Context: an optimization exercise on an open-source flow, tuned for small area, a short achievable clock period and few clock cycles. The choices shown serve that exercise and are no tape-out recipe. At most, simulation tests tie the RTL to the original design; equivalence was not proved. Function not checked in runs 1 and 2: the RTL went through the layout flow alone. Power figures rest on the tool's default switching activity, not on a simulated workload.

==> flow/standard.sh <==
#!/bin/bash
# synth_recipe.tcl (not shown) runs the flow's synth.tcl, then flattens the netlist and writes it again
# the make line also repeats each setting of config.mk as NAME=value (left out here)
make -C /OpenROAD-flow-scripts/flow DESIGN_CONFIG=/design/flow/config.mk WORK_HOME=/design/flow/orfs CLKGATE_MAP_FILE= SYNTH_SCRIPT=/design/flow/synth_recipe.tcl "${@:-finish}"
==> flow/flow/run.sh <==
#!/bin/bash
# Standard layout, with plain buf_1 cells as the port buffers and timing repair aimed
# 6.5 ns below the clock period. make's full output goes to flow_make.log; ORFS's
# per-step logs stay under orfs/logs/.
set -euo pipefail
bash standard.sh "BUFFER_PORTS_ARGS=-buffer_cell sky130_fd_sc_hd__buf_1" "SETUP_SLACK_MARGIN=6.5" finish > flow_make.log 2>&1
==> flow/config.mk <==
export PLATFORM = sky130hd
export DESIGN_NAME = merge_buf
export DESIGN_NICKNAME = merge_buf
export VERILOG_FILES = /design/flow/design.v
export SDC_FILE = /design/flow/constraint.sdc
export NUM_CORES = 4
export LEC_CHECK = 0
export CAP_MARGIN = 20
export CORE_MARGIN = 2
export CORE_UTILIZATION = 25
export SLEW_MARGIN = 20
==> flow/design.v <==
module merge_buf (
    input  wire        clk,
    input  wire        rst,           
    input  wire        req_valid,
    output reg         req_ready,
    input  wire [1:0]  req_op,        
    input  wire [15:0] req_addr,      
    input  wire [63:0] req_wdata,
    input  wire [7:0]  req_wmask,     
    input  wire [7:0]  req_wpar,      
    output reg         rsp_valid,
    output reg  [63:0] rsp_data,
    output reg         rsp_poison,
    output reg         rsp_sbe,
    output reg         mem_en,
    output reg         mem_we,
    output reg  [15:0] mem_addr,
    output wire [71:0] mem_wdata,
    input  wire        mem_gnt,       
    input  wire [71:0] mem_rdata
);
    localparam [1:0] OP_WRITE   = 2'd0;
    localparam [1:0] OP_READ    = 2'd1;
    localparam [1:0] OP_BARRIER = 2'd2;
    localparam [511:0] HCOL = 512'hf8c73e3d3b372f1fe0d0c8c4c2c1b0a8a4a2a1989492918c8a898685837068646261585452514c4a49464543383432312c2a292625231c1a191615130e0d0b07;
    localparam [7:0] POISON_MASK = 8'h03;
    function [7:0] check_bits(input [63:0] d);
        integer i;
        begin
            check_bits = 8'h00;
            for (i = 0; i < 64; i = i + 1)
                if (d[i])
                    check_bits = check_bits ^ HCOL[8*i +: 8];
        end
    endfunction
    function [65:0] correct(input [63:0] cw, input [7:0] syn);
        reg [63:0] d;
        reg        sbe;
        integer i;
        begin
            d   = cw;
            sbe = 1'b0;
            for (i = 0; i < 64; i = i + 1)
                if (syn == HCOL[8*i +: 8]) begin
                    d[i] = ~d[i];
                    sbe  = 1'b1;
                end
            for (i = 0; i < 8; i = i + 1)
                if (syn == (8'h01 << i))
                    sbe = 1'b1;
            correct = {(syn != 8'h00) && !sbe, sbe, d};
        end
    endfunction
    function par_err(input [63:0] d, input [7:0] m, input [7:0] p);
        integer b;
        begin
            par_err = 1'b0;
            for (b = 0; b < 8; b = b + 1)
                if (m[b] && ((^d[8*b +: 8]) == p[b]))
                    par_err = 1'b1;
        end
    endfunction
    reg [15:0] e_addr;
    reg [63:0] e_data;
    reg [7:0]  e_mask;      
    reg        e_dirty;     
    reg        e_pois;      
    reg        ld_ent;      
    reg        ld_rsp;      
    reg        rd_wait;     
    wire e_full = &e_mask;
    wire hit    = (e_addr == req_addr);    
    wire        ld_any  = ld_ent || ld_rsp;
    wire [7:0]  chk     = check_bits(ld_any ? mem_rdata[63:0] : e_data);
    assign mem_wdata = {chk ^ (e_pois ? POISON_MASK : 8'h00), e_data};
    wire [65:0] rd_dec  = correct(mem_rdata[63:0], chk ^ mem_rdata[71:64]);
    wire [63:0] rd_corr = rd_dec[63:0];
    wire        rd_sbe  = rd_dec[64];
    wire        rd_ded  = rd_dec[65];
    wire is_rd  = req_valid && (req_op == OP_READ);
    wire wperr  = par_err(req_wdata, req_wmask, req_wpar);
    wire busy   = e_dirty && !ld_ent && !(e_full && ld_rsp);    
    wire rd_sel = req_op[0] && !rd_wait;
    always @(*) begin
        mem_en   = rd_sel ? req_valid : busy;
        mem_we   = !rd_sel && e_full;
        mem_addr = rd_sel ? req_addr : e_addr;
    end
    wire wb_gnt   = busy && e_full && mem_gnt;
    wire wb_now   = !rd_sel && wb_gnt;                       
    wire fill_now = !rd_sel && busy && !e_full && mem_gnt;   
    wire clean = !e_dirty || wb_gnt;
    always @(*) begin
        if (req_op[0])
            req_ready = mem_gnt && !rd_wait && !(hit && e_dirty);
        else
            req_ready = clean || (hit && !req_op[1]);
    end
    wire is_wr      = req_valid && (req_op == OP_WRITE);
    wire acc_wr_hit = is_wr && hit;
    wire acc_wr_new = is_wr && !hit && clean;
    wire acc_rd     = is_rd && req_ready;
    integer b;
    always @(posedge clk) begin
        rsp_data   <= rd_corr;
        rsp_poison <= rd_ded;
        rsp_sbe    <= rd_sbe;
    end
    always @(posedge clk) begin
        if (rst) begin
            e_mask    <= 8'h00;
            e_pois    <= 1'b0;
            e_dirty   <= 1'b0;
            ld_ent    <= 1'b0;
            ld_rsp    <= 1'b0;
            rd_wait   <= 1'b0;
            rsp_valid <= 1'b0;
        end else begin
            ld_ent    <= fill_now;
            ld_rsp    <= acc_rd;
            rsp_valid <= ld_rsp;
            rd_wait   <= is_rd && hit && e_dirty && !wb_now;
            if (wb_now)
                e_dirty <= 1'b0;
            if (ld_ent) begin
                for (b = 0; b < 8; b = b + 1)
                    if (!e_mask[b])
                        e_data[8*b +: 8] <= rd_corr[8*b +: 8];
                e_mask <= 8'hff;
                if (rd_ded)
                    e_pois <= 1'b1;
            end
            if (acc_wr_hit) begin
                for (b = 0; b < 8; b = b + 1)
                    if (req_wmask[b])
                        e_data[8*b +: 8] <= req_wdata[8*b +: 8];
                if (!ld_ent)
                    e_mask <= e_mask | req_wmask;
                e_dirty <= 1'b1;
                if (&req_wmask)
                    e_pois <= wperr;
                else if (wperr)
                    e_pois <= 1'b1;
            end
            if (acc_wr_new) begin
                e_addr  <= req_addr;
                e_data  <= req_wdata;
                e_mask  <= req_wmask;
                e_dirty <= 1'b1;
                e_pois  <= wperr;
            end
        end
    end
endmodule
==> flow/constraint.sdc <==
create_clock -name core_clock -period 13.0 [get_ports {clk}]
set_input_delay 2.6000 -clock core_clock [delete_from_list [all_inputs] [get_ports {clk}]]
set_output_delay 2.6000 -clock core_clock [all_outputs]
set_load 0.01 [all_outputs]
==> summary.txt, run 1 <==
Status: finished clean
Setup Skew: 17.5 ps
Syn nets: 1295
Dpl hpwl: 46100 um
Wire per inst: 26.8 um
H-Tree Depth: 4
Syn Inst Count: 1121
Via Count: 10106
Hold path startpoint: e_dirty
Place WS: 5430 ps
RR Startpoint: ld_ent
CTS buffer count: 17
Tcrit/Tclk final: 54.9%
Max Buffers Root-to-Sink: 2
Final worst-path setup slack: 5860 ps
Layout cells sized above 1: 14.9%
R2R depth: 15
Main combinational cell family by area after synthesis: XOR/XNOR gates
Crit Path Class: in2out
WP data required: 10400 ps
P&R area growth vs syn: 27.5%
Reg2reg end: e_data[3]
Initial antenna violation count: 3
Max Slew Vio Count: 0
Met1 Use GR: 30.1%
Effective utilization at floorplan: 25.4%
Pin count of the biggest net entering global routing: 41
Ant diodes: 0
Compound-Gate Fraction of Synth Area: 6.74%
DRC: 0
Total grt overflow: 0
Worst vdd ir: 165 uV
Buffers & Inverters on Critical Path: 2
Boundary Pins: 332
Met3 usage: 5.21%
Worst-path maximum fanout: 3
Net Sw Frac: 56.2%
Pwr per Cell Area: 292 nW/um^2
Routed WL: 55700 um
Ys async rst share: 0%
CP max-delay cell: xnor3_1
Die W: 219 um
Hold path cells: 2
Port bufs: 331
Die area: 47800 um^2
Starting DRT DRC Count: 838
Synth Register Bits: 160
Post-synth EDFFs: 80
Reg-to-reg slack, setup: 7470 ps
Met2 Use GR: 37.5%
RSZ-0062 raised after global routing: yes
Area share of fa/ha/maj cells after synthesis: 0%
Ys flop type: edfxtp_1
Most area-hungry cell type in the Yosys netlist: edfxtp_1
Crit end category: output pin
Row count: 78
Worst-Margin Slew: 911 ps
# nets final: 1640
Post-Syn Area: 11500 um^2
Core Util, Final: 32.3%
Sequential area share after synthesis: 34.8%
Routability Congestion: 0.989
Drt pass-1 iters: 5
Later-pin clock latency in the skew report: 490 ps
Yosys cell types: 57
Maxcap violations: 0
Hold WC Path Type: reg2reg
Final setup vio count: 0
Hold endpoint: ld_ent
Max Fclk: 0.140 GHz
Critical path, cell by cell: buf_2 > xnor2_2 > xnor3_1 > mux2i_2 > xnor3_2 > xnor2_4 > xnor2_2 > buf_2
Vias per cell: 4.86
Reg power frac: 15.8%
Yosys warns: 1
Clock share of power: 12.0%
Syn_area_per_cell: 10.3 um^2
Internal: 1880 uW
Slew headroom: 39.2%
Overall Global Routing Usage: 23.2%
Worst-path clk slew: 70 ps
CP Launch Type: input port
Die Height: 219 um
Top-count cell post-synth: xnor2_1
Min cycle time layout: 7140 ps
CTS tree: built
Simple-Gate Fraction of Synth Area: 12.3%
First-pass GRT wire length: 76000 um
Clock Tree Root: clkbuf_16
Commonest cells in the netlist: 204 x xnor2_1, 128 x nand2_1, 122 x xor2_1
Family with the most delay on the worst path: XOR/XNOR gates
Post-synthesis xor/xnor area fraction: 35.6%
Max incr delay on CP: 470 ps
Num Clock Sinks: 160
Fin. Hold Viols: 0
Core box area: 45400 um^2
Setup_tns: 0 ps
DRT antenna net count: 0
Lkg Pwr: 0.00580 uW
Post-synth top area share: 20.9%
Sw Pwr: 2400 uW
Largest cells by area after synthesis: edfxtp_1 21%, xnor2_1 16%, dfxtp_1 14%
Logic pwr share: 72.2%
WP data arrival: 4540 ps
Mux contribution to synthesized area: 8.80%
Number of global-route vias before repair: 9981
GRT busiest layer: met2
how the worst max path moves through the flow:
stage	slack (ps)	cells past startpoint	end	start
floorplan	6200	6	mem_wdata[64]	mem_rdata[59]
global placement	5340	13	e_data[40]	mem_rdata[56]
detailed placement	5430	13	e_data[40]	mem_rdata[56]
CTS	5740	8	mem_wdata[64]	mem_rdata[11]
global route	5810	8	mem_wdata[64]	mem_rdata[2]
finish	5860	8	mem_wdata[64]	mem_rdata[2]
stage by stage:
stage / total power (uW) / instance area, um^2 / hold slack [ps] / std cells
3_5_place_dp: 3540 / 13400 / 547 / 2022
5_1_grt: 4450 / 14700 / 592 / 2079
6_report: 4280 / 14700 / 560 / 2079
3_3_place_gp: 3630 / 13400 / 529 / 2022
4_1_cts: 4170 / 14400 / 561 / 2068
2_1_floorplan: 2490 / 11500 / 494 / 1121
power by group through the flow:
| stage | Combinational (uW) | Clock [uW] | Sequential [uW] |
|---|---|---|---|
| after global placement | 2940 | 0 | 687 |
| after global routing | 3230 | 538 | 680 |
| after CTS | 2960 | 525 | 677 |
| final | 3090 | 512 | 677 |
| after detailed placement | 2850 | 0 | 687 |
| after floorplan | 1810 | 0 | 683 |
cells by family (layout without fill, tap and decap cells):
group,after synthesis,in the layout
mux,98,98
flops,160,160
simple gates,310,310
compound gates,127,127
buf+inv,43,401
xor+xnor,383,383
layout by cell type, fill, tap and decap left out, types with 9 or more instances in the layout:
cell,count
a21oi_1,18
buf_1,276
buf_2,35
buf_4,36
clkbuf_16,18
dfxtp_1,80
edfxtp_1,80
mux2_2,19
mux2i_1,66
mux2i_2,12
nand2_1,128
nand2b_1,11
nand3_1,19
nand4_1,19
nor2_1,79
nor2b_1,18
nor3_1,12
o21ai_0,60
o31ai_1,19
xnor2_1,184
xnor2_2,24
xnor3_1,33
xnor3_2,9
xor2_1,112
xor2_2,10
tightest hold or removal path: cells and delay by family (launching register included):
kind	cells	cell delay [ps]
flip-flops	1	360
AND/OR/NAND/NOR	2	160
sequential cells by signal, summed over array words and instances, names as in the netlist, 8 cells and up:
name,flops
e_addr,16
e_data,64
e_mask,8
rsp_data,64
layer usage:
layer	share of wire [%]	routed length [um]	up-vias
met5	0.016	9	-
met1	43	24200	5004
li1	-	-	4556
met3	6.5	3610	88
met4	3.5	1980	2
met2	47	26000	456
what timing repair did:
| item | 4_1_cts | 5_1_grt |
|---|---|---|
| hold buffers | 0 | 0 |
| endpoints found under the setup margin | 38 | 17 |
| setup buffers | 14 | 11 |
| gates resized for setup | 90 | 51 |
| pin swaps | 23 | 26 |
cell type report:
| cell class | count | area (um^2) |
|---|---|---|
| clock buffer | 19 | 454 |
| clock inverter | 13 | 120 |
| fill | 4783 | 30700 |
| inverter | 5 | 20.0 |
| multi-input combinational | 918 | 7690 |
| sequential | 160 | 4000 |
| tap | 600 | 751 |
| timing repair buffer | 364 | 1630 |
==> inputs of run 2 (changes only) <==
==> flow/flow/run.sh (replaced) <==
#!/bin/bash
# Standard layout, with plain buf_1 cells as the port buffers and timing repair aimed
# 7.0 ns below the clock period. make's full output goes to flow_make.log; ORFS's
# per-step logs stay under orfs/logs/.
set -euo pipefail
bash standard.sh "BUFFER_PORTS_ARGS=-buffer_cell sky130_fd_sc_hd__buf_1" "SETUP_SLACK_MARGIN=7.0" finish > flow_make.log 2>&1
==> run 2 against run 1 <==
Effect of this change: fmax down 1.0%; clock skew up 5.2 ps; routed wire length up 1.5%; worst setup slack worse by 73 ps; critical path type unchanged; largest cell class unchanged.
==> summary.txt, run 2 <==
Layout cells sized above 1: 23.3% (was 14.9%)
Critical path, cell by cell: buf_6 > xor2_2 > mux2i_2 > xnor3_1 > xnor3_2 > xnor2_4 > xnor2_4 > buf_2 (was buf_2 > xnor2_2 > xnor3_1 > mux2i_2 > xnor3_2 > xnor2_4 > xnor2_2 > buf_2)
Boundary Pins: 332 (unchanged)
WP depth: 8 (unchanged)
DR top layer: met5 (unchanged)
Fin. Hold Viols: 0 (unchanged)
RSZ-0062 raised after global routing: yes (unchanged)
Pwr per Cell Area: 325 nW/um^2 (was 292 nW/um^2)
Crit end category: output pin (unchanged)
Wire per inst: 26.6 um (was 26.8 um)
# hold bufs at CTS: 0 (unchanged)
Total grt overflow: 0 (unchanged)
Worst-Margin Slew: 992 ps (was 911 ps)
Clock share of power: 10.5% (was 12.0%)
Most used cell, CP: xnor2_4
Reg2reg end: e_pois (was e_data[3])
Ys async rst share: 0% (unchanged)
Initial antenna violation count: 5 (was 3)
Overall Global Routing Usage: 23.4% (was 23.2%)
Routability Congestion: 1.01 (was 0.989)
CP max-delay cell: xnor3_1 (unchanged)
Power, Total: 5180 uW (was 4280 uW)
Max Buffers Root-to-Sink: 2 (unchanged)
Post-Syn Area: 11500 um^2 (unchanged)
Post-synth top area share: 20.9% (unchanged)
Hold path startpoint: e_dirty (unchanged)
Drt pass-1 iters: 5 (unchanged)
Synth Register Bits: 160 (unchanged)
Commonest cells in the netlist: 204 x xnor2_1, 128 x nand2_1, 122 x xor2_1 (unchanged)
Reg-to-reg slack, setup: 7730 ps (was 7470 ps)
Setup_tns: 0 ps (unchanged)
Sw Pwr: 2710 uW (was 2400 uW)
Dpl hpwl: 46100 um (about the same)
Syn nets: 1295 (unchanged)
Effective utilization at floorplan: 25.4% (unchanged)
RR Startpoint: ld_ent (unchanged)
Regs by FF count: e_data x64, rsp_data x64, e_addr x16 (unchanged)
# nets final: 1685 (was 1640)
Max Slew Vio Count: 0 (unchanged)
Net Sw Frac: 52.3% (was 56.2%)
Post-synth EDFFs: 80 (unchanged)
Routed WL: 56600 um (was 55700 um)
DRC: 0 (unchanged)
P&R area growth vs syn: 38.4% (was 27.5%)
Buffers & Inverters on Critical Path: 2 (unchanged)
Port bufs: 331 (unchanged)
CTS tree: built (unchanged)
Syn_area_per_cell: 10.3 um^2 (unchanged)
Later-pin clock latency in the skew report: 510 ps (was 490 ps)
Max incr delay on CP: 450 ps (was 470 ps)
Wl on met1: 24400 um (was 24200 um)
H-Tree Depth: 4 (unchanged)
Area of the multi-input gates: 8400 um^2 (was 7690 um^2)
Reg power frac: 12.9% (was 15.8%)
Worst vdd ir: 201 uV (was 165 uV)
Yosys warns: 1 (unchanged)
Fill count: 4693 (was 4783)
First-pass GRT wire length: 76500 um (was 76000 um)
Most frequent cells in the layout: 264 x buf_1, 162 x xnor2_1, 120 x nand2_1 (was 276 x buf_1, 184 x xnor2_1, 128 x nand2_1)
Die area: 47800 um^2 (unchanged)
WP data required: 10400 ps (about the same)
DRT antenna net count: 0 (unchanged)
Tcrit/Tclk final: 55.5% (was 54.9%)
Most area-hungry cell type in the Yosys netlist: edfxtp_1 (unchanged)
Die Height: 219 um (unchanged)
Starting DRT DRC Count: 864 (was 838)
Final setup vio count: 0 (unchanged)
Status: finished clean (unchanged)
Num Clock Sinks: 160 (unchanged)
Family with the most delay on the worst path: XOR/XNOR gates (unchanged)
Top-count cell post-synth: xnor2_1 (unchanged)
Maxcap violations: 0 (unchanged)
Internal: 2470 uW (was 1880 uW)
Largest cells by area after synthesis: edfxtp_1 21%, xnor2_1 16%, dfxtp_1 14% (unchanged)
WP data arrival: 4610 ps (was 4540 ps)
Worst-path clk slew: 80 ps (was 70 ps)
Routed wire length on met2: 26400 um (was 26000 um)
Number of global-route vias before repair: 9903 (was 9981)
DR WL met3: 3680 um (was 3610 um)
Clock Tree Root: clkbuf_16 (unchanged)
Setup Skew: 22.8 ps (was 17.5 ps)
Most common cell after layout, fill and taps aside: buf_1 (unchanged)
Hold WC Path Type: reg2reg (unchanged)
Yosys cell types: 57 (unchanged)
Logic pwr share: 76.6% (was 72.2%)
CP Capture Point: mem_wdata[64] (unchanged)
Core box area: 45400 um^2 (unchanged)
R2R depth: 20 (was 15)
Crit Path Class: in2out (unchanged)
Lkg Pwr: 0.00636 uW (was 0.00580 uW)
CP Launch Type: input port (unchanged)
Pin count of the biggest net entering global routing: 65 (was 41)
Slew headroom: 33.9% (was 39.2%)
Worst-path maximum fanout: 3 (unchanged)
Die W: 219 um (unchanged)
Ys flop type: edfxtp_1 (unchanged)
Min cycle time layout: 7210 ps (was 7140 ps)
Row count: 78 (unchanged)
Syn Inst Count: 1121 (unchanged)
Sequential area share after synthesis: 34.8% (unchanged)
Vias per cell: 4.81 (was 4.86)
Register Area: 4000 um^2 (unchanged)
Via Count: 10224 (was 10106)
Max Fclk: 0.139 GHz (was 0.140 GHz)
CTS buffer count: 17 (unchanged)
Critical Path Source: mem_rdata[0] (was mem_rdata[2])
run 2: cell types whose count changed in the layout (fill, tap and decap cells not counted), moves of 12 or more:
cell and delta:
buf_4 +28, buf_6 +18, buf_1 -12, xnor2_1 -22, xnor2_2 +12, xor2_1 -24
xor2_2 +23
run 2: cells by family after synthesis:
| kind of cell | Yosys count | share of synthesized area [%] |
|---|---|---|
| compound gates | 127 | 6.74 |
| buf+inv | 43 | 1.77 |
| simple gates | 310 | 12.3 |
| flops | 160 | 34.8 |
| xor+xnor | 383 | 35.6 |
| mux | 98 | 8.80 |
run 2: worst min-delay path by stage:
stage / to / cells past startpoint
2_1_floorplan: ld_ent / 2
3_3_place_gp: ld_ent / 2
3_5_place_dp: ld_ent / 2
4_1_cts: ld_ent / 2
5_1_grt: ld_ent / 2
6_report: ld_ent / 2
run 2: worst register-to-register path, stage by stage, from the launching register on:
cell      delay, ps
dfxtp_1         560
nor2_8          160
buf_4           690
mux2i_2         410
xnor3_1         450
xnor3_2         450
xnor2_4         200
buf_6           140
buf_6           100
buf_8           120
xor2_4          170
buf_6           160
nand4_1          80
buf_6           140
buf_4           130
o211ai_1        120
a22oi_2         260
nand4b_1        180
nor4b_4         360
o2111a_1        250
a211o_1         100
run 2: power by group through the flow:
stage	Combinational, uW	Clock [uW]	Sequential, uW
3_5_place_dp	2830	0	678
2_1_floorplan	1820	0	683
5_1_grt	4120	575	673
6_report	3970	544	666
4_1_cts	3220	560	668
3_3_place_gp	2910	0	678
run 2: final cells by class:
class                           count  area share [%]
Inverter                            5           0.126
Multi-Input combinational cell    921            52.7
Timing Repair Buffer              406            13.4
Tap cell                          600            4.71
Clock inverter                     15            1.16
Sequential cell                   160            25.1
Clock buffer                       17            2.67
Antenna cell                        2          0.0314
run 2: routing by layer:
metal	global-route usage [%]	vias to the layer above
met2	37.7	427
met1	30.7	5085
met5	0	-
met4	8.34	4
met3	5.04	75
li1	-	4633
run 2: through the flow:
| stage | setup WS [ps] | utilization [%] | cell area [um^2] | hold slack [ps] | instances |
|---|---|---|---|---|---|
| floorplan | 6200 | - | 11600 | 494 | 1121 |
| global placement | 5290 | 29.6 | 13400 | 519 | 2023 |
| detailed placement | 5270 | 29.6 | 13400 | 531 | 2023 |
| CTS | 5760 | 32.8 | 14900 | 540 | 2075 |
| global route | 5760 | 35.1 | 15900 | 556 | 2125 |
| finish | 5790 | 35.1 | 15900 | 541 | 2126 |
run 2: what timing repair did:
item                                    4_1_cts  5_1_grt
pin swaps                                    29       50
resized for setup                           163      151
buffers inserted                             17       48
cloned                                        3        1
endpoints found under the setup margin      133       68
==> inputs of run 3 (changes only) <==
--- a/flow/design.v
+++ b/flow/design.v
@@ -70,16 +70,14 @@
     reg        rd_wait;     
     wire e_full = &e_mask;
     wire hit    = (e_addr == req_addr);    
-    wire        ld_any  = ld_ent || ld_rsp;
-    wire [7:0]  chk     = check_bits(ld_any ? mem_rdata[63:0] : e_data);
-    assign mem_wdata = {chk ^ (e_pois ? POISON_MASK : 8'h00), e_data};
-    wire [65:0] rd_dec  = correct(mem_rdata[63:0], chk ^ mem_rdata[71:64]);
+    assign mem_wdata = {check_bits(e_data) ^ (e_pois ? POISON_MASK : 8'h00), e_data};
+    wire [65:0] rd_dec  = correct(mem_rdata[63:0], check_bits(mem_rdata[63:0]) ^ mem_rdata[71:64]);
     wire [63:0] rd_corr = rd_dec[63:0];
     wire        rd_sbe  = rd_dec[64];
     wire        rd_ded  = rd_dec[65];
     wire is_rd  = req_valid && (req_op == OP_READ);
     wire wperr  = par_err(req_wdata, req_wmask, req_wpar);
-    wire busy   = e_dirty && !ld_ent && !(e_full && ld_rsp);    
+    wire busy   = e_dirty && !ld_ent;             
     wire rd_sel = req_op[0] && !rd_wait;
     always @(*) begin
         mem_en   = rd_sel ? req_valid : busy;
==> run 3 against run 2 <==
Effect of this change: highest routed layer is now met4; still clean on timing, DRC and antenna; largest cell class unchanged; synthesized cell count is 3.0% higher; utilization is 3.0 points lower; clock skew is 14 ps lower; critical path depth stayed put; final cell count is 1.6% lower; first-iteration DRC count is 8.4% lower; clock-buffer cell count stayed put.
==> summary.txt, run 3 <==
Status: finished clean (unchanged)
Vias per cell: 4.72 (was 4.81)
Final setup vio count: 0 (unchanged)
Syn nets: 1329 (was 1295)
Setup Skew: 9.07 ps (was 22.8 ps)
CTS buffer count: 17 (unchanged)
First-pass GRT wire length: 70900 um (was 76500 um)
Clock share of power: 17.1% (was 10.5%)
Tcrit/Tclk final: 50.0% (was 55.5%)
H-Tree Depth: 4 (unchanged)
CP Launch Type: input port (unchanged)
Die W: 217 um (was 219 um)
Via Count: 9884 (was 10224)
Core box area: 44400 um^2 (was 45400 um^2)
Effective utilization at floorplan: 25.4% (about the same)
Dpl hpwl: 43200 um (was 46100 um)
DRT antenna net count: 0 (unchanged)
DR top layer: met4 (was met5)
Syn Inst Count: 1155 (was 1121)
P&R area growth vs syn: 26.0% (was 38.4%)
# nets final: 1662 (was 1685)
Routability Congestion: 0.957 (was 1.01)
Critical Path Source: req_addr[14] (was mem_rdata[0])
Post-Syn Area: 11300 um^2 (was 11500 um^2)
Die area: 46900 um^2 (was 47800 um^2)
Worst-path maximum fanout: 3 (unchanged)
Yosys cell types: 66 (was 57)
Hold path startpoint: ld_rsp (was e_dirty)
Reg power frac: 21.2% (was 12.9%)
WP data required: 10400 ps (about the same)
Most common cell after layout, fill and taps aside: buf_1 (unchanged)
Most frequent cells in the layout: 307 x buf_1, 267 x xnor2_1, 146 x nand2_1 (was 264 x buf_1, 162 x xnor2_1, 120 x nand2_1)
Min cycle time layout: 6490 ps (was 7210 ps)
Buffers & Inverters on Critical Path: 2 (unchanged)
Lkg Pwr: 0.00487 uW (was 0.00636 uW)
DR WL met3: 2930 um (was 3680 um)
Worst vdd ir: 107 uV (was 201 uV)
Sw Pwr: 1510 uW (was 2710 uW)
WP data arrival: 3890 ps (was 4610 ps)
Wire per inst: 24.5 um (was 26.6 um)
Drt pass-1 iters: 5 (unchanged)
Critical path, cell by cell: buf_1 > xor2_1 > nor4_2 > nand4_1 > nor2_1 > nor2_1 > o21ai_2 > buf_2 (was buf_6 > xor2_2 > mux2i_2 > xnor3_1 > xnor3_2 > xnor2_4 > xnor2_4 > buf_2)
Internal: 1520 uW (was 2470 uW)
Post-synth EDFFs: 80 (unchanged)
Pwr per Cell Area: 213 nW/um^2 (was 325 nW/um^2)
Row count: 77 (was 78)
Max Slew Vio Count: 0 (unchanged)
Largest cells by area after synthesis: edfxtp_1 21%, xnor2_1 21%, dfxtp_1 14% (was edfxtp_1 21%, xnor2_1 16%, dfxtp_1 14%)
Number of global-route vias before repair: 9848 (was 9903)
Hold WC Path Type: reg2reg (unchanged)
Ys async rst share: 0% (unchanged)
Top-count cell post-synth: xnor2_1 (unchanged)
Boundary Pins: 332 (unchanged)
Total grt overflow: 0 (unchanged)
Most used cell, CP: nor2_1 (was xnor2_4)
DRC: 0 (unchanged)
Setup_tns: 0 ps (unchanged)
Max Buffers Root-to-Sink: 2 (unchanged)
Routed WL: 51300 um (was 56600 um)
Initial antenna violation count: 0 (was 5)
Core Util, Final: 32.0% (was 35.1%)
Clock Tree Root: clkbuf_16 (unchanged)
Port bufs: 331 (unchanged)
Overall Global Routing Usage: 21.3% (was 23.4%)
Ys flop type: edfxtp_1 (unchanged)
Ant diodes: 0 (was 2)
Num Clock Sinks: 160 (unchanged)
Crit end category: output pin (unchanged)
Wl on met1: 21800 um (was 24400 um)
Syn_area_per_cell: 9.78 um^2 (was 10.3 um^2)
RSZ-0062 raised after global routing: yes (unchanged)
Post-synth top area share: 21.3% (was 20.9%)
RR Startpoint: e_addr[6] (was ld_ent)
Sequential area share after synthesis: 35.4% (was 34.8%)
Family with the most delay on the worst path: simple AND/OR/NAND/NOR gates (was XOR/XNOR gates)
Logic pwr share: 61.8% (was 76.6%)
Power, Total: 3030 uW (was 5180 uW)
Maxcap violations: 0 (unchanged)
Synth Register Bits: 160 (unchanged)
Die Height: 217 um (was 219 um)
Max incr delay on CP: 310 ps (was 450 ps)
Routed wire length on met2: 25200 um (was 26400 um)
Commonest cells in the netlist: 271 x xnor2_1, 154 x nand2_1, 109 x xor2_1 (was 204 x xnor2_1, 128 x nand2_1, 122 x xor2_1)
CTS tree: built (unchanged)
Max Fclk: 0.154 GHz (was 0.139 GHz)
Layout cells sized above 1: 10.3% (was 23.3%)
Pin count of the biggest net entering global routing: 39 (was 65)
Slew headroom: 28.8% (was 33.9%)
Net Sw Frac: 49.9% (was 52.3%)
Crit Path Class: in2out (unchanged)
Fin. Hold Viols: 0 (unchanged)
Most area-hungry cell type in the Yosys netlist: edfxtp_1 (unchanged)
Yosys warns: 1 (unchanged)
Regs by FF count: e_data x64, rsp_data x64, e_addr x16 (unchanged)
Worst-Margin Slew: 1070 ps (was 992 ps)
Worst-path clk slew: 70 ps (was 80 ps)
Fin Hold WS: 443 ps (was 541 ps)
Later-pin clock latency in the skew report: 460 ps (was 510 ps)
CP max-delay cell: nor4_2 (was xnor3_1)
Fill count: 4693 (unchanged)
Starting DRT DRC Count: 791 (was 864)
run 3: cell count changes after synthesis, moves of 14 or more:
| cell | delta |
|---|---|
| mux2_2 | -18 |
| xnor2_1 | +67 |
| nand2_1 | +26 |
| xnor3_1 | -18 |
| o31ai_1 | -17 |
| o21ai_1 | +14 |
run 3: final cells by class:
class	instances	area (um^2)	area share, %
multi-input combinational	947	7330	51.5
sequential	160	4000	28.1
timing repair buffer	355	1530	10.8
tap	592	741	5.20
clock buffer	17	425	2.99
clock inverter	15	170	1.20
inverter	7	26.3	0.185
run 3: metrics by stage:
stage | std cells | cell area, um^2 | setup slack [ps]
finish | 2093 | 14200 | 6510
CTS | 2082 | 13900 | 6510
global placement | 2044 | 13200 | 6150
floorplan | 1155 | 11300 | 6820
global route | 2093 | 14200 | 6460
detailed placement | 2044 | 13200 | 6110
run 3: power groups by stage:
stage          combinational, uW  sequential, uW  clock, uW
5_1_grt                     1980             643        547
6_report                    1870             641        516
4_1_cts                     1790             641        531
3_5_place_dp                1770             652          0
3_3_place_gp                1810             652          0
2_1_floorplan               1200             648          0
run 3: what timing repair did:
action                                  4_1_cts  5_1_grt
cloned                                        0        1
buffers inserted                              6       10
hold buffers                                  0        0
endpoints found under the setup margin       45       43
resized for setup                            32       60
pin swaps                                    11       14
run 3: cells by family (layout without fill, tap and decap cells):
family / Yosys count / in the layout / synth area share [%]
DFF: 160 / 160 / 35.4
muxes: 65 / 65 / 5.77
and+or+nand+nor: 326 / 326 / 13.3
buffers and inverters: 48 / 394 / 1.76
xor gates and xnor gates: 417 / 417 / 36.6
AOI/OAI and AO/OA: 139 / 139 / 7.20
run 3: path summary, 6_finish.rpt:
path                      to  slack [ps]  cells past startpoint
hold / removal     rsp_valid         440                      1
hold reg to reg    rsp_valid         440                      1
setup reg to reg  e_data[55]        9970                     10
setup / recovery   req_ready        6510                      8
run 3: layer usage:
layer	up-vias	track usage, %
li1	4569	-
met1	4857	27.2
met2	397	36.7
met3	61	3.64
met4	0	6.67
met5	-	0
Testbench counts of run 3, summed over its fixed seeds: cycles 133,595.
==> inputs of run 4 (changes only) <==
==> flow/flow/run.sh (replaced) <==
#!/bin/bash
# Standard layout, with plain buf_1 cells as the port buffers and timing repair aimed
# 6.5 ns below the clock period. make's full output goes to flow_make.log; ORFS's
# per-step logs stay under orfs/logs/.
set -euo pipefail
bash standard.sh "BUFFER_PORTS_ARGS=-buffer_cell sky130_fd_sc_hd__buf_1" "SETUP_SLACK_MARGIN=6.5" finish > flow_make.log 2>&1
--- a/flow/config.mk
+++ b/flow/config.mk
@@ -7,5 +7,5 @@
 export LEC_CHECK = 0
 export CAP_MARGIN = 20
 export CORE_MARGIN = 2
-export CORE_UTILIZATION = 25
+export CORE_UTILIZATION = 45
 export SLEW_MARGIN = 20
==> run 4 against run 3 <==
Effect of this change: combinational power fell by 8%; fmax increased by 0.32%; clock skew up 3.9 ps; via count shrank 1.1%; final cell count shrank 14%; utilization increased by 23 points; synthesized area stayed put; critical path type unchanged; largest power group unchanged; highest routed layer is now met5.
==> summary.txt, run 4 <==
Critical path, cell by cell: clkbuf_2 > xor2_1 > nor4_1 > nand4_1 > nor2_1 > nor2_1 > o21ai_1 > buf_2 (was buf_1 > xor2_1 > nor4_2 > nand4_1 > nor2_1 > nor2_1 > o21ai_2 > buf_2)
Ys async rst share: 0% (unchanged)
Final setup vio count: 0 (unchanged)
Later-pin clock latency in the skew report: 440 ps (was 460 ps)
Total grt overflow: 0 (unchanged)
Core box area: 24500 um^2 (was 44400 um^2)
H-Tree Depth: 4 (unchanged)
Max Buffers Root-to-Sink: 2 (unchanged)
Inst Count DP: 1773 (was 2044)
Overall Global Routing Usage: 31.2% (was 21.3%)
Worst-Margin Slew: 1110 ps (was 1070 ps)
Family with the most delay on the worst path: simple AND/OR/NAND/NOR gates (unchanged)
Post-DP Area: 12800 um^2 (was 13200 um^2)
CTS buffer count: 17 (unchanged)
Effective utilization at floorplan: 46.2% (was 25.4%)
Layout cells sized above 1: 5.53% (was 10.3%)
Number of global-route vias before repair: 9258 (was 9848)
Regs by FF count: e_data x64, rsp_data x64, e_addr x16 (unchanged)
Largest cells by area after synthesis: edfxtp_1 21%, xnor2_1 21%, dfxtp_1 14% (unchanged)
Main combinational cell family by area after synthesis: XOR/XNOR gates (unchanged)
Area share of fa/ha/maj cells after synthesis: 0% (unchanged)
First-pass GRT wire length: 59900 um (was 70900 um)
Status: finished clean (unchanged)
RSZ-0062 raised after global routing: yes (unchanged)
Hold WC Path Type: reg2reg (unchanged)
Min cycle time layout: 6470 ps (was 6490 ps)
P&R area growth vs syn: 19.7% (was 26.0%)
Maxcap violations: 0 (unchanged)
Top-count cell post-synth: xnor2_1 (unchanged)
WP data required: 10400 ps (about the same)
Post-synthesis xor/xnor area fraction: 36.6% (unchanged)
Clock Tree Root: clkbuf_16 (unchanged)
Max incr delay on CP: 270 ps (was 310 ps)
Max Fclk: 0.154 GHz (about the same)
Post-synth EDFFs: 80 (unchanged)
Via Count: 9777 (was 9884)
Pwr per Cell Area: 212 nW/um^2 (was 213 nW/um^2)
Synth Register Bits: 160 (unchanged)
Num Clock Sinks: 160 (unchanged)
# hold bufs at CTS: 0 (unchanged)
Slew headroom: 25.5% (was 28.8%)
# nets final: 1645 (was 1662)
Place WS: 6160 ps (was 6110 ps)
Fin. Hold Viols: 0 (unchanged)
Sequential area share after synthesis: 35.4% (unchanged)
Starting DRT DRC Count: 938 (was 791)
Worst-path clk slew: 70 ps (about the same)
Most used cell, CP: nor2_1 (unchanged)
Yosys cell types: 66 (unchanged)
Simple-Gate Fraction of Synth Area: 13.3% (unchanged)
Setup Skew: 13.0 ps (was 9.07 ps)
DRT antenna net count: 0 (unchanged)
Worst vdd ir: 379 uV (was 107 uV)
Vias per cell: 5.41 (was 4.72)
Max Slew Vio Count: 0 (unchanged)
Ant diodes: 0 (unchanged)
Boundary Pins: 332 (unchanged)
DRC: 0 (unchanged)
Port bufs: 331 (unchanged)
Pin count of the biggest net entering global routing: 66 (was 39)
CP max-delay cell: nor4_1 (was nor4_2)
Final worst-path setup slack: 6530 ps (was 6510 ps)
Die W: 162 um (was 217 um)
Row count: 57 (was 77)
Die Height: 162 um (was 217 um)
Initial antenna violation count: 1 (was 0)
Worst-path maximum fanout: 4 (was 3)
Ys flop type: edfxtp_1 (unchanged)
Lkg Pwr: 0.00467 uW (was 0.00487 uW)
CTS tree: built (unchanged)
Tcrit/Tclk final: 49.8% (was 50.0%)
Routed WL: 41900 um (was 51300 um)
Wire per inst: 23.2 um (was 24.5 um)
Mux contribution to synthesized area: 5.77% (unchanged)
Dpl hpwl: 34500 um (was 43200 um)
Syn_area_per_cell: 9.78 um^2 (unchanged)
Syn nets: 1329 (unchanged)
Fill count: 2343 (was 4693)
Power, Total: 2870 uW (was 3030 uW)
Routability Congestion: 1.03 (was 0.957)
Commonest cells in the netlist: 271 x xnor2_1, 154 x nand2_1, 109 x xor2_1 (unchanged)
Most frequent cells in the layout: 325 x buf_1, 270 x xnor2_1, 154 x nand2_1 (was 307 x buf_1, 267 x xnor2_1, 146 x nand2_1)
Post-Syn Area: 11300 um^2 (unchanged)
Syn Inst Count: 1155 (unchanged)
Buffers & Inverters on Critical Path: 2 (unchanged)
Fin area: 13500 um^2 (was 14200 um^2)
Final non-filler cell total: 1808 (was 2093)
Setup_tns: 0 ps (unchanged)
Drt pass-1 iters: 5 (unchanged)
Crit Path Class: in2out (unchanged)
Post-synth top area share: 21.3% (unchanged)
Compound-Gate Fraction of Synth Area: 7.20% (unchanged)
CP Launch Type: input port (unchanged)
Die area: 26400 um^2 (was 46900 um^2)
Crit end category: output pin (unchanged)
Yosys warns: 1 (unchanged)
Most common cell after layout, fill and taps aside: buf_1 (unchanged)
WP data arrival: 3870 ps (was 3890 ps)
Most area-hungry cell type in the Yosys netlist: edfxtp_1 (unchanged)
==> run 4: cell counts after synthesis <==
Identical to the previous run, type by type.
==> run 4: report_power, final <==
group / switching, uW / total (uW) / internal [uW]
Sequential: 48.4 / 636 / 587
Clock: 242 / 511 / 269
Combinational: 1100 / 1720 / 620
Total: 1390 / 2870 / 1480
==> run 4: kinds of logic (layout without fill, tap and decap cells) <==
logic type | after synthesis | after routing
and+or+nand+nor | 326 | 326
AOI/OAI and AO/OA | 139 | 139
muxes | 65 | 65
DFF | 160 | 160
buffers and inverters | 48 | 377
xor gates and xnor gates | 417 | 417
==> run 4: layer usage <==
layer / part of all wire (%) / vias up / wire length, um / global-route usage (%)
li1: - / 4544 / - / -
met1: 42 / 4718 / 17800 / 42.0
met2: 49 / 457 / 20500 / 53.3
met3: 6.7 / 56 / 2790 / 4.63
met4: 1.9 / 2 / 777 / 7.16
met5: 0.031 / - / 13 / 0
==> run 4: final timing paths <==
| path | from | end | slack [ps] | depth (start not counted) |
|---|---|---|---|---|
| setup / recovery | req_addr[10] | req_ready | 6530 | 8 |
| setup reg to reg | e_addr[5] | e_data[34] | 9860 | 9 |
| hold reg to reg | ld_rsp | rsp_valid | 450 | 1 |
| hold / removal | ld_rsp | rsp_valid | 450 | 1 |
==> run 4: final cells by class <==
| cell class | count | area [um^2] | area share [%] |
|---|---|---|---|
| Clock buffer | 18 | 450 | 3.33 |
| Timing Repair Buffer | 338 | 1330 | 9.82 |
| Tap cell | 324 | 405 | 3.00 |
| Multi-Input combinational cell | 947 | 7140 | 52.8 |
| Clock inverter | 14 | 165 | 1.22 |
| Sequential cell | 160 | 4000 | 29.6 |
| Inverter | 7 | 26.3 | 0.194 |
==> run 4: stage by stage <==
stage,utilization [%],hold slack [ps]
6_report,55.3,447
5_1_grt,55.3,456
4_1_cts,55.1,447
3_5_place_dp,52.4,431
3_3_place_gp,52.4,419
2_1_floorplan,-,414
==> run 4: timing repair <==
action                                  CTS  global route
endpoints found under the setup margin    1             1
cloned                                    0             0
buffers inserted                          2             1
pin swaps                                 7             7
resized for setup                        10             8
==> run 4: worst register-to-register path, stage by stage, from the launching register on <==
cell and delay (ps):
edfxtp_1 450, xor2_2 210, nor4_4 300, nand4_1 220, buf_4 190, buf_4 130, a21oi_2 550, o21a_1 560
a211oi_1 90, a21o_1 190
==> inputs of run 5 (changes only) <==
--- a/flow/config.mk
+++ b/flow/config.mk
@@ -7,5 +7,7 @@
 export LEC_CHECK = 0
 export CAP_MARGIN = 20
 export CORE_MARGIN = 2
-export CORE_UTILIZATION = 45
+export CORE_UTILIZATION = 25
+export CTS_CLUSTER_DIAMETER = 100
+export CTS_CLUSTER_SIZE = 50
 export SLEW_MARGIN = 20
==> run 5 against run 4 <==
Effect of this change: synthesized cell count unchanged; clock-buffer cell count increased by 1; still clean; non-clock buffer count increased by 2; utilization decreased by 24 points; worst hold slack improved by 4.9 ps; via count increased by 1.1%; highest routed layer unchanged; first-iteration DRC count decreased by 11%; fmax decreased by 1.3%; synthesized area unchanged; sequential power about the same; global-route usage decreased by 10 points.
==> summary.txt, run 5 <==
Status: finished clean (unchanged)
Post-synth top area share: 21.3% (unchanged)
Final setup vio count: 0 (unchanged)
H-Tree Depth: 4 (unchanged)
Die W: 217 um (was 162 um)
Commonest cells in the netlist: 271 x xnor2_1, 154 x nand2_1, 109 x xor2_1 (unchanged)
# hold bufs at CTS: 0 (unchanged)
Top-count cell post-synth: xnor2_1 (unchanged)
Pwr per Cell Area: 214 nW/um^2 (was 212 nW/um^2)
Core box area: 44400 um^2 (was 24500 um^2)
Overall Global Routing Usage: 21.0% (was 31.2%)
Num Clock Sinks: 160 (unchanged)
WP data required: 10400 ps (about the same)
Max Slew Vio Count: 0 (unchanged)
Via Count: 9886 (was 9777)
Lkg Pwr: 0.00466 uW (was 0.00467 uW)
Layout cells sized above 1: 5.25% (was 5.53%)
Most frequent cells in the layout: 329 x buf_1, 270 x xnor2_1, 154 x nand2_1 (was 325 x buf_1, 270 x xnor2_1, 154 x nand2_1)
Post-Syn Area: 11300 um^2 (unchanged)
P&R area growth vs syn: 22.4% (was 19.7%)
Initial antenna violation count: 5 (was 1)
Later-pin clock latency in the skew report: 460 ps (was 440 ps)
Dpl hpwl: 42300 um (was 34500 um)
Most area-hungry cell type in the Yosys netlist: edfxtp_1 (unchanged)
Die Height: 217 um (was 162 um)
Maxcap violations: 0 (unchanged)
Hold WC Path Type: reg2reg (unchanged)
Vias per cell: 4.75 (was 5.41)
Crit Path Class: in2out (unchanged)
Syn_area_per_cell: 9.78 um^2 (unchanged)
Syn Inst Count: 1155 (unchanged)
Ys async rst share: 0% (unchanged)
Largest cells by area after synthesis: edfxtp_1 21%, xnor2_1 21%, dfxtp_1 14% (unchanged)
Max Buffers Root-to-Sink: 2 (unchanged)
DRC: 0 (unchanged)
Clock Tree Root: clkbuf_16 (unchanged)
Slew headroom: 23.8% (was 25.5%)
Syn nets: 1329 (unchanged)
DRT antenna net count: 0 (unchanged)
Ys flop type: edfxtp_1 (unchanged)
Number of global-route vias before repair: 9639 (was 9258)
Crit end category: output pin (unchanged)
Fin. Hold Viols: 0 (unchanged)
Final non-filler cell total: 2081 (was 1808)
Regs by FF count: e_data x64, rsp_data x64, e_addr x16 (unchanged)
CTS buffer count: 17 (unchanged)
Sequential area share after synthesis: 35.4% (unchanged)
Yosys warns: 1 (unchanged)
Row count: 77 (was 57)
Setup Skew: 16.5 ps (was 13.0 ps)
Synth Register Bits: 160 (unchanged)
Max Fclk: 0.152 GHz (was 0.154 GHz)
WP data arrival: 3960 ps (was 3870 ps)
Inst Count DP: 2043 (was 1773)
Post-synth EDFFs: 80 (unchanged)
Min cycle time layout: 6560 ps (was 6470 ps)
Starting DRT DRC Count: 833 (was 938)
# nets final: 1647 (was 1645)
Die area: 46900 um^2 (was 26400 um^2)
Worst-path clk slew: 70 ps (about the same)
Worst-Margin Slew: 1140 ps (was 1110 ps)
Total grt overflow: 0 (unchanged)
Most common cell after layout, fill and taps aside: buf_1 (unchanged)
Setup_tns: 0 ps (unchanged)
CTS tree: built (unchanged)
Wire per inst: 24.3 um (was 23.2 um)
RSZ-0062 raised after global routing: yes (unchanged)
First-pass GRT wire length: 69400 um (was 59900 um)
Drt pass-1 iters: 5 (unchanged)
Boundary Pins: 332 (unchanged)
Yosys cell types: 66 (unchanged)
Effective utilization at floorplan: 25.4% (was 46.2%)
Routed WL: 50600 um (was 41900 um)
Worst-path maximum fanout: 3 (was 4)
Routability Congestion: 0.987 (was 1.03)
Tcrit/Tclk final: 50.5% (was 49.8%)
Pin count of the biggest net entering global routing: 68 (was 66)
Worst vdd ir: 104 uV (was 379 uV)
Port bufs: 331 (unchanged)
CP Launch Type: input port (unchanged)
run 5: worst paths after layout:
kind	startpoint	end	slack (ps)	depth (start not counted)
worst max-delay path	req_addr[2]	req_ready	6440	8
worst min-delay path	ld_rsp	rsp_valid	450	1
worst max register to register	e_addr[13]	e_data[34]	10210	10
worst min register to register	ld_rsp	rsp_valid	450	1
run 5: power by group:
part | total [uW] | internal, uW | switching, uW
Combinational | 1770 | 619 | 1160
Sequential | 638 | 587 | 50.2
Clock | 548 | 307 | 241
Total | 2960 | 1510 | 1450
run 5: cell families after synthesis:
group / count (synthesis) / synth area share, %
flops: 160 / 35.4
mux: 65 / 5.77
xor+xnor: 417 / 36.6
simple gates: 326 / 13.3
compound gates: 139 / 7.20
buf+inv: 48 / 1.76
run 5: area by class of cell:
cell class / instances / area [um^2]
diodes: 3 / 7.51
clock buffers: 19 / 433
clock inverters: 13 / 174
fillers: 4663 / 30600
inverters: 7 / 26.3
multi-input cells: 947 / 7130
flip-flops and latches: 160 / 4000
well taps: 592 / 741
repair buffers: 340 / 1310
run 5: metrics by stage:
stage | util [%] | instance area, um^2 | power (uW) | setup slack (ps) | hold WS (ps)
after floorplan | - | 11300 | 1840 | 6690 | 414
after global placement | 29.6 | 13200 | 2410 | 6100 | 430
after detailed placement | 29.6 | 13200 | 2380 | 6110 | 439
after CTS | 31.1 | 13800 | 2930 | 6460 | 453
after global routing | 31.1 | 13800 | 3090 | 6340 | 486
final | 31.1 | 13800 | 2960 | 6440 | 452
run 5: per-layer routing:
layer / share of wire, % / routed length [um] / GRT usage [%]
met2: 47 / 23600 / 34.0
met3: 7.4 / 3740 / 4.67
met4: 3.5 / 1780 / 8.33
met5: 0.053 / 27 / 0
met1: 42 / 21400 / 27.0
run 5: worst max-delay path: stages:
cell and delay, ps:
buf_2 120, xor2_1 160, nor4_2 310, nand4_1 160
buf_4 170, o211ai_1 160, o21ai_1 120, buf_2 160
run 5: what timing repair did:
item / in CTS / in global routing
endpoints found under the setup margin: 7 / 13
pin swaps: 3 / 5
resized for setup: 6 / 2
buffers inserted: 2 / 0
gates cloned: 0 / 0
==> inputs of run 6 (changes only) <==
--- a/flow/config.mk
+++ b/flow/config.mk
@@ -8,6 +8,4 @@
 export CAP_MARGIN = 20
 export CORE_MARGIN = 2
 export CORE_UTILIZATION = 25
-export CTS_CLUSTER_DIAMETER = 100
-export CTS_CLUSTER_SIZE = 50
 export SLEW_MARGIN = 20
==> run 6 against run 5 <==
Effect of this change: register-to-register slack hardly changed; critical path depth unchanged; synthesized cell count is the same; highest routed layer unchanged; final cell count did not move; global-route usage is the same; worst setup slack unchanged; critical path type unchanged; combinational power hardly changed; sequential cell count unchanged; fmax did not move; largest power group unchanged.
==> summary.txt, run 6 <==
Status: finished clean (unchanged)
Pin count of the biggest net entering global routing: 68 (unchanged)
Effective utilization at floorplan: 25.4% (unchanged)
Yosys cell types: 66 (unchanged)
Buffers & Inverters on Critical Path: 3 (unchanged)
Die W: 217 um (unchanged)
Initial antenna violation count: 5 (unchanged)
Fin Hold WS: 452 ps (unchanged)
Max incr delay on CP: 310 ps (about the same)
Slew headroom: 23.8% (unchanged)
Starting DRT DRC Count: 833 (unchanged)
Crit Path Class: in2out (unchanged)
Reg-to-reg slack, setup: 10210 ps (about the same)
Lkg Pwr: 0.00466 uW (unchanged)
Fill count: 4663 (unchanged)
Top-count cell post-synth: xnor2_1 (unchanged)
Max Buffers Root-to-Sink: 2 (unchanged)
Number of global-route vias before repair: 9639 (unchanged)
Max Slew Vio Count: 0 (unchanged)
Most used cell, CP: buf_2 (unchanged)
Post-Syn Area: 11300 um^2 (unchanged)
Die area: 46900 um^2 (unchanged)
Boundary Pins: 332 (unchanged)
Largest cells by area after synthesis: edfxtp_1 21%, xnor2_1 21%, dfxtp_1 14% (unchanged)
Pwr per Cell Area: 214 nW/um^2 (unchanged)
Wire per inst: 24.3 um (unchanged)
Commonest cells in the netlist: 271 x xnor2_1, 154 x nand2_1, 109 x xor2_1 (unchanged)
R2R depth: 10 (unchanged)
Worst-path clk slew: 70 ps (about the same)
Num Clock Sinks: 160 (unchanged)
Regs by FF count: e_data x64, rsp_data x64, e_addr x16 (unchanged)
Post-synth top area share: 21.3% (unchanged)
Most area-hungry cell type in the Yosys netlist: edfxtp_1 (unchanged)
Min cycle time layout: 6560 ps (unchanged)
Clock share of power: 18.5% (about the same)
Row count: 77 (unchanged)
Total grt overflow: 0 (unchanged)
Reg power frac: 21.5% (about the same)
Fin. Hold Viols: 0 (unchanged)
H-Tree Depth: 4 (unchanged)
Syn nets: 1329 (unchanged)
WP data required: 10400 ps (about the same)
Syn Inst Count: 1155 (unchanged)
Post-synth EDFFs: 80 (unchanged)
Most common cell after layout, fill and taps aside: buf_1 (unchanged)
Critical path, cell by cell: buf_2 > xor2_1 > nor4_2 > nand4_1 > buf_4 > o211ai_1 > o21ai_1 > buf_2 (unchanged)
Routed WL: 50600 um (unchanged)
Vias per cell: 4.75 (unchanged)
Logic pwr share: 59.9% (about the same)
DRC: 0 (unchanged)
Layout cells sized above 1: 5.25% (unchanged)
CP max-delay cell: nor4_2 (unchanged)
Clock Tree Root: clkbuf_16 (unchanged)
Max Fclk: 0.152 GHz (unchanged)
Die Height: 217 um (unchanged)
RSZ-0062 raised after global routing: yes (unchanged)
Hold WC Path Type: reg2reg (unchanged)
Worst-path maximum fanout: 3 (unchanged)
Maxcap violations: 0 (unchanged)
CTS buffer count: 17 (unchanged)
First-pass GRT wire length: 69400 um (unchanged)
Synth Register Bits: 160 (unchanged)
Core box area: 44400 um^2 (unchanged)
CP Launch Type: input port (unchanged)
Setup Skew: 16.5 ps (unchanged)
Routability Congestion: 0.987 (unchanged)
Overall Global Routing Usage: 21.0% (unchanged)
Sw Pwr: 1450 uW (unchanged)
Worst vdd ir: 104 uV (unchanged)
Internal: 1510 uW (unchanged)
# hold bufs at CTS: 0 (unchanged)
Hold path startpoint: ld_rsp (unchanged)
WP data arrival: 3960 ps (about the same)
Sequential area share after synthesis: 35.4% (unchanged)
CTS tree: built (unchanged)
Hold path cells: 1 (unchanged)
Family with the most delay on the worst path: simple AND/OR/NAND/NOR gates (unchanged)
Net Sw Frac: 48.9% (unchanged)
Ys async rst share: 0% (unchanged)
Reg2reg end: e_data[34] (unchanged)
Worst-Margin Slew: 1140 ps (unchanged)
# nets final: 1647 (unchanged)
Ys flop type: edfxtp_1 (unchanged)
Crit end category: output pin (unchanged)
Via Count: 9886 (unchanged)
Hold endpoint: rsp_valid (unchanged)
Setup_tns: 0 ps (unchanged)
Dpl hpwl: 42300 um (unchanged)
P&R area growth vs syn: 22.4% (unchanged)
Tcrit/Tclk final: 50.5% (unchanged)
Yosys warns: 1 (unchanged)
RR Startpoint: e_addr[13] (unchanged)
Final setup vio count: 0 (unchanged)
Later-pin clock latency in the skew report: 460 ps (about the same)
Drt pass-1 iters: 5 (unchanged)
Most frequent cells in the layout: 329 x buf_1, 270 x xnor2_1, 154 x nand2_1 (unchanged)
DRT antenna net count: 0 (unchanged)
Port bufs: 331 (unchanged)
Syn_area_per_cell: 9.78 um^2 (unchanged)
run 6: cell counts after synthesis:
Identical to the previous run, type by type.
run 6: cell type report:
cell class | count | area, um^2 | share of cell area (%)
clock inverters | 13 | 174 | 1.26
clock buffers | 19 | 433 | 3.13
multi-input cells | 947 | 7130 | 51.6
diodes | 3 | 7.51 | 0.0543
flip-flops and latches | 160 | 4000 | 29.0
repair buffers | 340 | 1310 | 9.49
inverters | 7 | 26.3 | 0.190
well taps | 592 | 741 | 5.36
run 6: worst max path at each step:
stage | from | endpoint | cells past startpoint
global route | req_addr[2] | req_ready | 8
CTS | req_op[0] | mem_addr[5] | 6
detailed placement | req_addr[7] | req_ready | 8
finish | req_addr[2] | req_ready | 8
floorplan | req_addr[7] | req_ready | 6
global placement | req_addr[7] | req_ready | 8
run 6: timing repair:
| item | in CTS | in global routing |
|---|---|---|
| endpoints found under the setup margin | 7 | 13 |
| buffers inserted | 2 | 0 |
| cloned | 0 | 0 |
| gates resized for setup | 6 | 2 |
| pin swaps | 3 | 5 |
run 6: layer usage:
layer / global-route usage [%] / vias to the layer above / part of all wire (%)
li1: - / 4551 / -
met1: 27.0 / 4802 / 42
met2: 34.0 / 448 / 47
met3: 4.67 / 81 / 7.4
met4: 8.33 / 4 / 3.5
met5: 0 / - / 0.053
run 6: stage by stage:
step,area (um^2),util (%),worst slack (ps),total power [uW],instances
floorplan,11300,-,6690,1840,1155
global placement,13200,29.6,6100,2410,2043
detailed placement,13200,29.6,6110,2380,2043
CTS,13800,31.1,6460,2930,2077
global route,13800,31.1,6340,3090,2080
finish,13800,31.1,6440,2960,2081
run 6: cell families (layout without fill, tap and decap cells):
kind of cell	Yosys count	after routing	share of synthesized area [%]
AND/OR/NAND/NOR	326	326	13.3
XOR/XNOR	417	417	36.6
multiplexers	65	65	5.77
AO/OA/AOI/OAI	139	139	7.20
flip-flops	160	160	35.4
buffers and inverters	48	379	1.76
other	0	3	0
run 6: worst register-to-register path: cells and delay by family, from the launching register on:
family                    cells  cell delay (ps)
and+or+nand+nor               2              480
xor gates and xnor gates      1              190
buffers and inverters         3              550
DFF                           1              410
AOI/OAI and AO/OA             4              930
run 6: power by group through the flow:
stage	clock [uW]	sequential (uW)	combinational [uW]
6_report	548	638	1770
5_1_grt	576	640	1880
4_1_cts	555	639	1740
3_5_place_dp	0	649	1730
3_3_place_gp	0	649	1760
2_1_floorplan	0	648	1200
==> inputs of run 7 (changes only) <==
--- a/flow/config.mk
+++ b/flow/config.mk
@@ -8,4 +8,5 @@
 export CAP_MARGIN = 20
 export CORE_MARGIN = 2
 export CORE_UTILIZATION = 25
+export CTS_BUF_LIST = sky130_fd_sc_hd__clkbuf_8
 export SLEW_MARGIN = 20
==> run 7 against run 6 <==
Effect of this change: still clean on timing, DRC and antenna; global-route usage about the same; sequential cell count unchanged; critical endpoint unchanged; critical path depth unchanged; register-to-register slack about the same; combinational power about the same.
==> summary.txt, run 7 <==
Status: finished clean (unchanged)
Initial antenna violation count: 5 (unchanged)
Max Buffers Root-to-Sink: 2 (unchanged)
Yosys cell types: 66 (unchanged)
Fin. Hold Viols: 0 (unchanged)
RSZ-0062 raised after global routing: yes (unchanged)
Sequential area share after synthesis: 35.4% (unchanged)
Yosys warns: 1 (unchanged)
Total grt overflow: 0 (unchanged)
First-pass GRT wire length: 69500 um (was 69400 um)
Min cycle time layout: 6550 ps (was 6560 ps)
Die area: 46900 um^2 (unchanged)
Post-DP Area: 13200 um^2 (unchanged)
WP data required: 10400 ps (about the same)
Crit Path Class: in2out (unchanged)
Starting DRT DRC Count: 829 (was 833)
Maxcap violations: 0 (unchanged)
Row count: 77 (unchanged)
Main combinational cell family by area after synthesis: XOR/XNOR gates (unchanged)
Drt pass-1 iters: 5 (unchanged)
Worst-path clk slew: 90 ps (was 70 ps)
Final worst-path setup slack: 6450 ps (was 6440 ps)
Clock Tree Root: clkbuf_8 (was clkbuf_16)
Max Fclk: 0.153 GHz (was 0.152 GHz)
Die Height: 217 um (unchanged)
Worst-path maximum fanout: 3 (unchanged)
Ys async rst share: 0% (unchanged)
Synth Register Bits: 160 (unchanged)
Crit end category: output pin (unchanged)
Most area-hungry cell type in the Yosys netlist: edfxtp_1 (unchanged)
Boundary Pins: 332 (unchanged)
WP data arrival: 3950 ps (was 3960 ps)
CTS buffer count: 17 (unchanged)
# nets final: 1646 (was 1647)
Most common cell after layout, fill and taps aside: buf_1 (unchanged)
Post-synth EDFFs: 80 (unchanged)
Overall Global Routing Usage: 21.0% (about the same)
Slew headroom: 21.3% (was 23.8%)
Effective utilization at floorplan: 25.4% (unchanged)
Routed WL: 50500 um (was 50600 um)
Lkg Pwr: 0.00458 uW (was 0.00466 uW)
Syn_area_per_cell: 9.78 um^2 (unchanged)
Place WS: 6110 ps (unchanged)
Dpl hpwl: 42300 um (unchanged)
Pwr per Cell Area: 207 nW/um^2 (was 214 nW/um^2)
Number of global-route vias before repair: 9637 (was 9639)
Top-count cell post-synth: xnor2_1 (unchanged)
Setup Skew: 27.8 ps (was 16.5 ps)
Layout cells sized above 1: 5.25% (about the same)
Die W: 217 um (unchanged)
Most frequent cells in the layout: 329 x buf_1, 270 x xnor2_1, 154 x nand2_1 (unchanged)
Regs by FF count: e_data x64, rsp_data x64, e_addr x16 (unchanged)
DRT antenna net count: 0 (unchanged)
Compound-Gate Fraction of Synth Area: 7.20% (unchanged)
Syn Inst Count: 1155 (unchanged)
Post-synth top area share: 21.3% (unchanged)
CTS tree: built (unchanged)
Pin count of the biggest net entering global routing: 68 (unchanged)
Post-synthesis xor/xnor area fraction: 36.6% (unchanged)
Hold WC Path Type: reg2reg (unchanged)
Via Count: 9926 (was 9886)
Ys flop type: edfxtp_1 (unchanged)
Simple-Gate Fraction of Synth Area: 13.3% (unchanged)
Area share of fa/ha/maj cells after synthesis: 0% (unchanged)
CP Launch Type: input port (unchanged)
Worst vdd ir: 98.9 uV (was 104 uV)
Largest cells by area after synthesis: edfxtp_1 21%, xnor2_1 21%, dfxtp_1 14% (unchanged)
Tcrit/Tclk final: 50.4% (was 50.5%)
DRC: 0 (unchanged)
Final setup vio count: 0 (unchanged)
Commonest cells in the netlist: 271 x xnor2_1, 154 x nand2_1, 109 x xor2_1 (unchanged)
Core box area: 44400 um^2 (unchanged)
Fin area: 13600 um^2 (was 13800 um^2)
Setup_tns: 0 ps (unchanged)
Mux contribution to synthesized area: 5.77% (unchanged)
H-Tree Depth: 4 (unchanged)
Num Clock Sinks: 160 (unchanged)
Max Slew Vio Count: 0 (unchanged)
Syn nets: 1329 (unchanged)
# hold bufs at CTS: 0 (unchanged)
Port bufs: 331 (unchanged)
Later-pin clock latency in the skew report: 530 ps (was 460 ps)
Vias per cell: 4.77 (was 4.75)
Power, Total: 2820 uW (was 2960 uW)
Worst-Margin Slew: 1180 ps (was 1140 ps)
Post-Syn Area: 11300 um^2 (unchanged)
Wire per inst: 24.3 um (about the same)
P&R area growth vs syn: 20.6% (was 22.4%)
Routability Congestion: 0.987 (unchanged)
## run 7: cell counts after synthesis
No cell type changed its count.
## run 7: path summary, 6_finish.rpt
path / start / endpoint / slack [ps] / cells past startpoint
min: ld_rsp / rsp_valid / 460 / 1
max: req_addr[3] / req_ready / 6450 / 8
min reg2reg: ld_rsp / rsp_valid / 460 / 1
max reg2reg: e_addr[13] / e_data[27] / 10210 / 9
## run 7: cell families (layout without fill, tap and decap cells)
family	after synthesis	in the layout
buffers and inverters	48	378
AND/OR/NAND/NOR	326	326
XOR/XNOR	417	417
AO/OA/AOI/OAI	139	139
multiplexers	65	65
flip-flops	160	160
other	0	2
## run 7: report_power, final
part / internal, uW / switching (uW) / leakage, uW
Combinational: 619 / 1150 / 0.00292
Clock: 193 / 224 / 0.000213
Sequential: 587 / 50.4 / 0.00145
## run 7: stage by stage
stage	utilization (%)	cells	hold slack, ps
finish	30.7	2079	456
detailed placement	29.6	2043	439
floorplan	-	1155	414
global placement	29.6	2043	430
global route	30.7	2079	490
CTS	30.7	2077	456
## run 7: final cells by class
type	count	area, um^2
clock inverters	15	181
clock buffers	17	234
fillers	4689	30800
diodes	2	5.00
flip-flops and latches	160	4000
well taps	592	741
repair buffers	339	1310
inverters	7	26.3
multi-input cells	947	7130
## run 7: critical path: stages
cell and delay, ps:
buf_1 120, xor2_1 190, nor4_2 290, nand4_1 160
buf_4 170, o211ai_1 140, o21ai_1 110, buf_2 160
## run 7: repair_timing
item / 4_1_cts / 5_1_grt
gates resized for setup: 6 / 2
setup endpoints to repair: 7 / 13
gates cloned: 0 / 0
setup buffers: 2 / 0
pin swaps: 3 / 5
## run 7: metal layers
metal  share of wire [%]  GRT usage [%]  vias up
met5               0.075              0        -
met4                 2.8           7.58        6
met3                 7.2           3.80       65
met2                  48           34.6      481
met1                  42           27.4     4836
li1                    -              -     4538

==> afterwards: timing with drivers on the ports <==
In the flow no input, the clock included, has a driving cell. The finished layouts below were timed again as built, in two steps. Step 1, drivers: a clkbuf_16 drives clk and a buf_2 each remaining input, both assumed. Step 2, shift: input delay + t, output delay - t, t = (earliest + latest rising clock arrival at the registers) / 2. This alone moves slack from input paths to output paths. Three values: ideal ports, drivers, drivers and shift; two values: the first two.
run	shift t [ns]	setup slack, ns	clock arrival spread, ns	worst register clock-pin slew, ns	worst slew at a driven data input, ns
run 1	0.530	5.859 / 5.824 / 5.824	0.017 / 0.017	0.08 / 0.08	0.10
run 2	0.558	5.787 / 5.727 / 5.727	0.023 / 0.023	0.09 / 0.09	0.10
run 3	0.510	6.505 / 6.467 / 6.467	0.017 / 0.018	0.08 / 0.08	0.11
run 4	0.489	6.526 / 6.487 / 6.359	0.017 / 0.017	0.08 / 0.08	0.06
run 5	0.510	6.439 / 6.411 / 6.130	0.019 / 0.019	0.08 / 0.08	0.11
run 6	0.510	6.439 / 6.411 / 6.130	0.019 / 0.019	0.08 / 0.08	0.11
run 7	0.564	6.450 / 6.423 / 6.127	0.031 / 0.031	0.11 / 0.11	0.12
After both steps setup and hold are still met in every run listed. The setup slack of run 7, which loses most, moves by -0.027 ns with the drivers and by -0.323 ns with both steps.
